This design comes from an exercise in tuning for small area and a short achievable clock period on the open sky130 flow, not from production work. The RTL was checked by simulation tests, not by an equivalence proof against the original design.

## config.mk

```make
export PLATFORM = sky130hd
export DESIGN_NAME = yuv_rgb
export DESIGN_NICKNAME = yuv_rgb
export VERILOG_FILES = /design/flow/design.v
export SDC_FILE = /design/flow/constraint.sdc
export NUM_CORES = 4
export LEC_CHECK = 0
export CAP_MARGIN = 20
export CORE_MARGIN = 2
export CORE_UTILIZATION = 40
export SLEW_MARGIN = 20
```

## constraint.sdc

```tcl
create_clock -name core_clock -period 13.0 [get_ports {clk}]
set_input_delay 2.6000 -clock core_clock [delete_from_list [all_inputs] [get_ports {clk}]]
set_output_delay 2.6000 -clock core_clock [all_outputs]
set_load 0.01 [all_outputs]
```

## design.v

```verilog
module yuv_rgb (
    input  wire        clk,
    input  wire        rst,
    input  wire        in_valid,
    input  wire [1:0]  in_matrix,
    input  wire        in_full,
    input  wire        in_ten,
    input  wire [9:0]  in_c0,
    input  wire [9:0]  in_c1,
    input  wire [9:0]  in_c2,
    output reg         out_valid,
    output reg  [15:0] out_r,
    output reg  [15:0] out_g,
    output reg  [15:0] out_b
);
    reg        p_valid;
    reg [1:0]  p_matrix;
    reg        p_full, p_ten;
    reg [9:0]  p_c0, p_c1, p_c2;
    always @(posedge clk) begin
        if (rst)
            p_valid <= 1'b0;
        else
            p_valid <= in_valid;
        p_matrix <= in_matrix;
        p_full   <= in_full;
        p_ten    <= in_ten;
        p_c0     <= in_c0;
        p_c1     <= in_c1;
        p_c2     <= in_c2;
    end
    function [15:0] expand(input [9:0] c, input ten);
        expand = ten ? {c, c[9:4]} : {c[7:0], c[7:0]};
    endfunction
    wire [1:0]  mode = !p_full ? 2'd0 : (p_ten ? 2'd2 : 2'd1);
    wire [9:0]  y10  = p_ten ? p_c0 : {p_c0[7:0], 2'b00};
    wire [9:0]  cb10 = p_ten ? p_c1 : {p_c1[7:0], 2'b00};
    wire [9:0]  cr10 = p_ten ? p_c2 : {p_c2[7:0], 2'b00};
    reg  signed [10:0] yd, cbd, crd;
    always @(*) begin
        case (mode)
            2'd0: begin
                yd  = $signed({1'b0, y10})  - 11'sd64;
                cbd = $signed({1'b0, cb10}) - 11'sd512;
                crd = $signed({1'b0, cr10}) - 11'sd512;
            end
            2'd1: begin
                yd  = $signed({3'b000, p_c0[7:0]});
                cbd = $signed({3'b000, p_c1[7:0]}) - 11'sd128;
                crd = $signed({3'b000, p_c2[7:0]}) - 11'sd128;
            end
            default: begin
                yd  = $signed({1'b0, p_c0});
                cbd = $signed({1'b0, p_c1}) - 11'sd512;
                crd = $signed({1'b0, p_c2}) - 11'sd512;
            end
        endcase
    end
    reg [24:0] ky, krv, kbu, kgu, kgv;
    always @(*) begin
        case (mode)
            2'd0:    ky = 25'd4902856;
            2'd1:    ky = 25'd16842752;
            default: ky = 25'd4198340;
        endcase
        krv = 25'd0; kbu = 25'd0; kgu = 25'd0; kgv = 25'd0;
        case ({p_matrix, mode})
            {2'd1, 2'd0}: begin krv = 25'd6720371; kbu = 25'd8493935; kgu = 25'd1649589; kgv = 25'd3423153; end
            {2'd1, 2'd1}: begin krv = 25'd23613538; kbu = 25'd29845357; kgu = 25'd5796202; kgv = 25'd12028020; end
            {2'd1, 2'd2}: begin krv = 25'd5886073; kbu = 25'd7439458; kgu = 25'd1444801; kgv = 25'd2998187; end
            {2'd2, 2'd0}: begin krv = 25'd7548673; kbu = 25'd8894665; kgu = 25'd897923; kgv = 25'd2243915; end
            {2'd2, 2'd1}: begin krv = 25'd26523966; kbu = 25'd31253411; kgu = 25'd3155056; kgv = 25'd7884501; end
            {2'd2, 2'd2}: begin krv = 25'd6611546; kbu = 25'd7790440; kgu = 25'd786451; kgv = 25'd1965345; end
            {2'd3, 2'd0}: begin krv = 25'd7068373; kbu = 25'd9018335; kgu = 25'd788772; kgv = 25'd2738734; end
            {2'd3, 2'd1}: begin krv = 25'd24836322; kbu = 25'd31687954; kgu = 25'd2771528; kgv = 25'd9623159; end
            {2'd3, 2'd2}: begin krv = 25'd6190872; kbu = 25'd7898757; kgu = 25'd690850; kgv = 25'd2398735; end
            default: ;
        endcase
    end
    wire signed [37:0] ty  = yd  * $signed({1'b0, ky});
    wire signed [37:0] trv = crd * $signed({1'b0, krv});
    wire signed [37:0] tbu = cbd * $signed({1'b0, kbu});
    wire signed [37:0] tgu = cbd * $signed({1'b0, kgu});
    wire signed [37:0] tgv = crd * $signed({1'b0, kgv});
    wire signed [37:0] sr = ty + trv + 38'sd32768;
    wire signed [37:0] sg = ty - tgu - tgv + 38'sd32768;
    wire signed [37:0] sb = ty + tbu + 38'sd32768;
    function [15:0] clamp16(input signed [37:0] s);
        begin
            if (s[37])
                clamp16 = 16'd0;
            else if (s[36:32] != 5'd0)
                clamp16 = 16'hFFFF;
            else
                clamp16 = s[31:16];
        end
    endfunction
    always @(posedge clk) begin
        if (rst)
            out_valid <= 1'b0;
        else
            out_valid <= p_valid;
        if (p_matrix == 2'd0) begin
            out_r <= expand(p_c0, p_ten);
            out_g <= expand(p_c1, p_ten);
            out_b <= expand(p_c2, p_ten);
        end else begin
            out_r <= clamp16(sr);
            out_g <= clamp16(sg);
            out_b <= clamp16(sb);
        end
    end
endmodule
```

## run.sh

```bash
#!/bin/bash
# synth_recipe.tcl (not shown) runs the flow's synth.tcl, then flattens the netlist and writes it again
# the make line also repeats each setting of config.mk as NAME=value (left out here)
make -C /OpenROAD-flow-scripts/flow DESIGN_CONFIG=/design/flow/config.mk WORK_HOME=/design/flow/orfs CLKGATE_MAP_FILE= SYNTH_SCRIPT=/design/flow/synth_recipe.tcl finish
```

==> flow_summary.toml <==
[run_status]
outcome = "no timing/DRC/antenna violations"

[placement]
dp.final_hpwl_microns = 134000
gpl_wtd_cong = 1.00
io_buffers = 85
placedCellCount = 6698

[global_routing]
grt_pass1_wl_microns = 241000
groute.usage.overall = 0.282
grt_use_met2 = 0.440
via_count_of_the_first_global_routing_pass = 38400
gr-max-usage-layer = "met2"
grt_total_ovfl = 0
grt_max_degree = 52
antenna_found_initial = 3
grt_util_met3 = 0.0698
use_met1 = 0.369

[logic_synthesis]
syn-mean-instance-area_sq_um = 8.77
dominant_register_cell_in_the_synthesized_netlist = "sky130_fd_sc_hd__dfxtp_1"
post_synth_inst_count = 5166
async_flop_share = 0
synth.area.top_cells = "sky130_fd_sc_hd__fa_1, sky130_fd_sc_hd__ha_1, sky130_fd_sc_hd__inv_1, sky130_fd_sc_hd__nor2_1, sky130_fd_sc_hd__nand2_1"
synth_top_area_frac = 0.473
post_synth_num_cell_types = 91
yosys_warnings = 1
synth.yosys.seq_area_share = 0.0371
synth-edff-count = 0
ys_seq_elements = 84
synth_largest_area_cell = "sky130_fd_sc_hd__fa_1"
combined_area_of_all_synthesized_cells_sq_um = 45300

[setup_path]
path_buf_inv = 7
worst_path_max_delay_cell = "sky130_fd_sc_hd__fa_1"
crit_path_max_delay_family = "adder cells"
cpMostUsedCell = "sky130_fd_sc_hd__fa_1"
slowest_delay_ps = 570
cp_max_fo = 29
crit_path_start_kind = "flop"
cp.arrival_ps = 12650
cp.required_ps = 13290
critPathKind = "flop to flop"
setup_crit_end_kind = "flop"

[die]
fp.dieW_microns = 341
io_pins = 86
fp.dieArea_sq_um = 116000
coreArea_sq_um = 112000
floorplan.die.height_microns = 341
fp-row-count = 123
floorplan.initialDensity = 0.403

[timing]
finalMaxSlewViolations = 0
min_period_ps = 12350
worstMarginPinSlew_ps = 1200
grt_setup_unrepaired = "no"
worst_slew_margin_rel = 0.188
setup-violations-final = 0
timing_hold_violations_final = 0
setup_total_negative_slack_ps = 0
fin_worst_skew_ps = 42.6
post-route-period-util = 0.950
timing.fmax_ghz = 0.0809

[drt]
route.detailed.vias_per_inst = 5.36
antenna_left = 0
pre_antenna_drt_iters = 8
drt-wirelength-per-cell_microns = 23.5
remaining_drc_errors = 0
num_vias = 36000
initialDrtViolationCount = 3213
detail_route.wirelength_microns = 158000

[clock_network]
hold_buffer_count_at_cts = 0
root_buf_cell = "sky130_fd_sc_hd__clkbuf_16"
numCtsBuffers = 9
insertion_delay_ps = 440
clkTransAtPathRegs_ps = 80
htree_num_levels = 3
numClockSinks = 84
cts_tree = "built"
cts_max_path_buffers = 2

[final_layout]
n_antenna_cell = 0
drive_above_1_share = 0.0433
most_frequent_standard_cell_in_the_layout_excluding_fill_and_tap_cells = "sky130_fd_sc_hd__inv_1"
flow.area_growth_from_synthesis_pct = 7.47
layout_common_cells = "sky130_fd_sc_hd__inv_1, sky130_fd_sc_hd__fa_1, sky130_fd_sc_hd__nor2_1, sky130_fd_sc_hd__nand2_1, sky130_fd_sc_hd__ha_1"
layoutNonFillerInstCount = 6717
layout.nets = 6828

[job]
max_cap_violations = 0

[hold_path]
hp-class = "flop to flop"
## final timing paths
kind                      startpoint              endpoint  slack (ps)  cells past startpoint
hold / removal    p_valid$_SDFF_PP0_  out_valid$_SDFF_PP0_         450                      1
setup reg to reg       p_ten$_DFF_P_     out_b[10]$_DFF_P_         650                     39
setup / recovery       p_ten$_DFF_P_     out_b[10]$_DFF_P_         650                     39
hold reg to reg   p_valid$_SDFF_PP0_  out_valid$_SDFF_PP0_         450                      1
## sequential cells by signal, indices dropped and copies added, names as in the netlist
name / flops
p_c2: 10
out_valid: 1
p_matrix: 2
p_c0: 10
p_ten: 1
out_b: 16
out_r: 16
p_full: 1
out_g: 16
p_c1: 10
p_valid: 1
## kinds of logic (layout without fill, tap and decap cells)
logic type	after synthesis	after routing	share of synthesized area
buffers and inverters	1372	1413	0.115
multiplexers	26	26	0.00629
adder cells (fa/ha/maj)	1578	1578	0.613
other	2	12	0.000166
AND/OR/NAND/NOR	1522	1522	0.138
AO/OA/AOI/OAI	483	483	0.0713
flip-flops	84	84	0.0371
XOR/XNOR	99	99	0.0193
## repair_timing
action	4_1_cts	5_1_grt
buffers inserted	0	3
resized for setup	0	4
endpoints found under the setup margin	0	48
## per-layer routing
metal  part of all wire  vias up
met5             0.0015        -
met4              0.056        6
met3               0.10      290
met2               0.44     1641
met1               0.40    18400
li1                   -    15700
## stage by stage
step | hold WS, ps | worst slack (ps) | utilization | instance area (sq um)
after CTS | 445 | 248 | 0.432 | 48600
after detailed placement | 427 | 308 | 0.430 | 48400
final | 447 | 647 | 0.433 | 48700
after floorplan | 414 | 1620 | - | 45400
after global routing | 461 | 3.12 | 0.433 | 48700
after global placement | 418 | 308 | 0.430 | 48300
## Yosys cell counts (8+ instances only)
library cell / instances
sky130_fd_sc_hd__o31ai_1: 9
sky130_fd_sc_hd__o21ai_1: 14
sky130_fd_sc_hd__and3_1: 26
sky130_fd_sc_hd__mux2_2: 10
sky130_fd_sc_hd__o21ai_0: 98
sky130_fd_sc_hd__clkbuf_1: 137
sky130_fd_sc_hd__nor2b_1: 40
sky130_fd_sc_hd__a31oi_1: 22
sky130_fd_sc_hd__nand3_1: 39
sky130_fd_sc_hd__nand4_1: 9
sky130_fd_sc_hd__ha_1: 508
sky130_fd_sc_hd__buf_1: 23
sky130_fd_sc_hd__nor2_1: 648
sky130_fd_sc_hd__o21bai_1: 10
sky130_fd_sc_hd__inv_1: 1197
sky130_fd_sc_hd__a221oi_2: 8
sky130_fd_sc_hd__xor2_1: 42
sky130_fd_sc_hd__mux2i_1: 15
sky130_fd_sc_hd__o22ai_1: 10
sky130_fd_sc_hd__nand2b_1: 24
sky130_fd_sc_hd__nor3_1: 38
sky130_fd_sc_hd__a21o_1: 42
sky130_fd_sc_hd__nand2_1: 631
sky130_fd_sc_hd__a21oi_1: 151
sky130_fd_sc_hd__o21a_1: 13
sky130_fd_sc_hd__o221a_2: 12
sky130_fd_sc_hd__and2_1: 37
sky130_fd_sc_hd__fa_1: 1070
sky130_fd_sc_hd__a21boi_0: 8
sky130_fd_sc_hd__xnor2_1: 56
sky130_fd_sc_hd__dfxtp_1: 84
## layout make-up
class / count / area [sq um]
Clock buffer: 11 / 264
Clock inverter: 4 / 30.0
Fill cell: 11200 / 63800
Inverter: 1200 / 4500
Multi-Input combinational cell: 3720 / 38600
Sequential cell: 84 / 1690
Tap cell: 1500 / 1880
Timing Repair Buffer: 198 / 1710

[static timing again, ports no longer ideal]
No port has a modelled driver above. Below, the same layout with a new extraction and two added sets of constraints. Step 1: set_driving_cell puts a clkbuf_16 on clk and a buf_2 on each other input, an assumption about the parent block. Step 2 times the ports against the registers' clock, not the clock port: input delays grow and output delays shrink by t, the midpoint of the rising clock arrivals with the driver on. Three values: no drivers, after step 1, after step 2; two values: the first two.
t, ns: 0.480
setup WS [ns]: 0.647 / 0.647 / 0.647
latest minus earliest clock arrival (ns): 0.043 / 0.043
worst register clock-pin slew, ns: 0.11 / 0.11
worst data-port slew with drivers (ns): 0.08
After both steps setup and hold are still met in this run. The setup slack of this run moves by 0.000 ns with the drivers and by 0.000 ns with both steps.
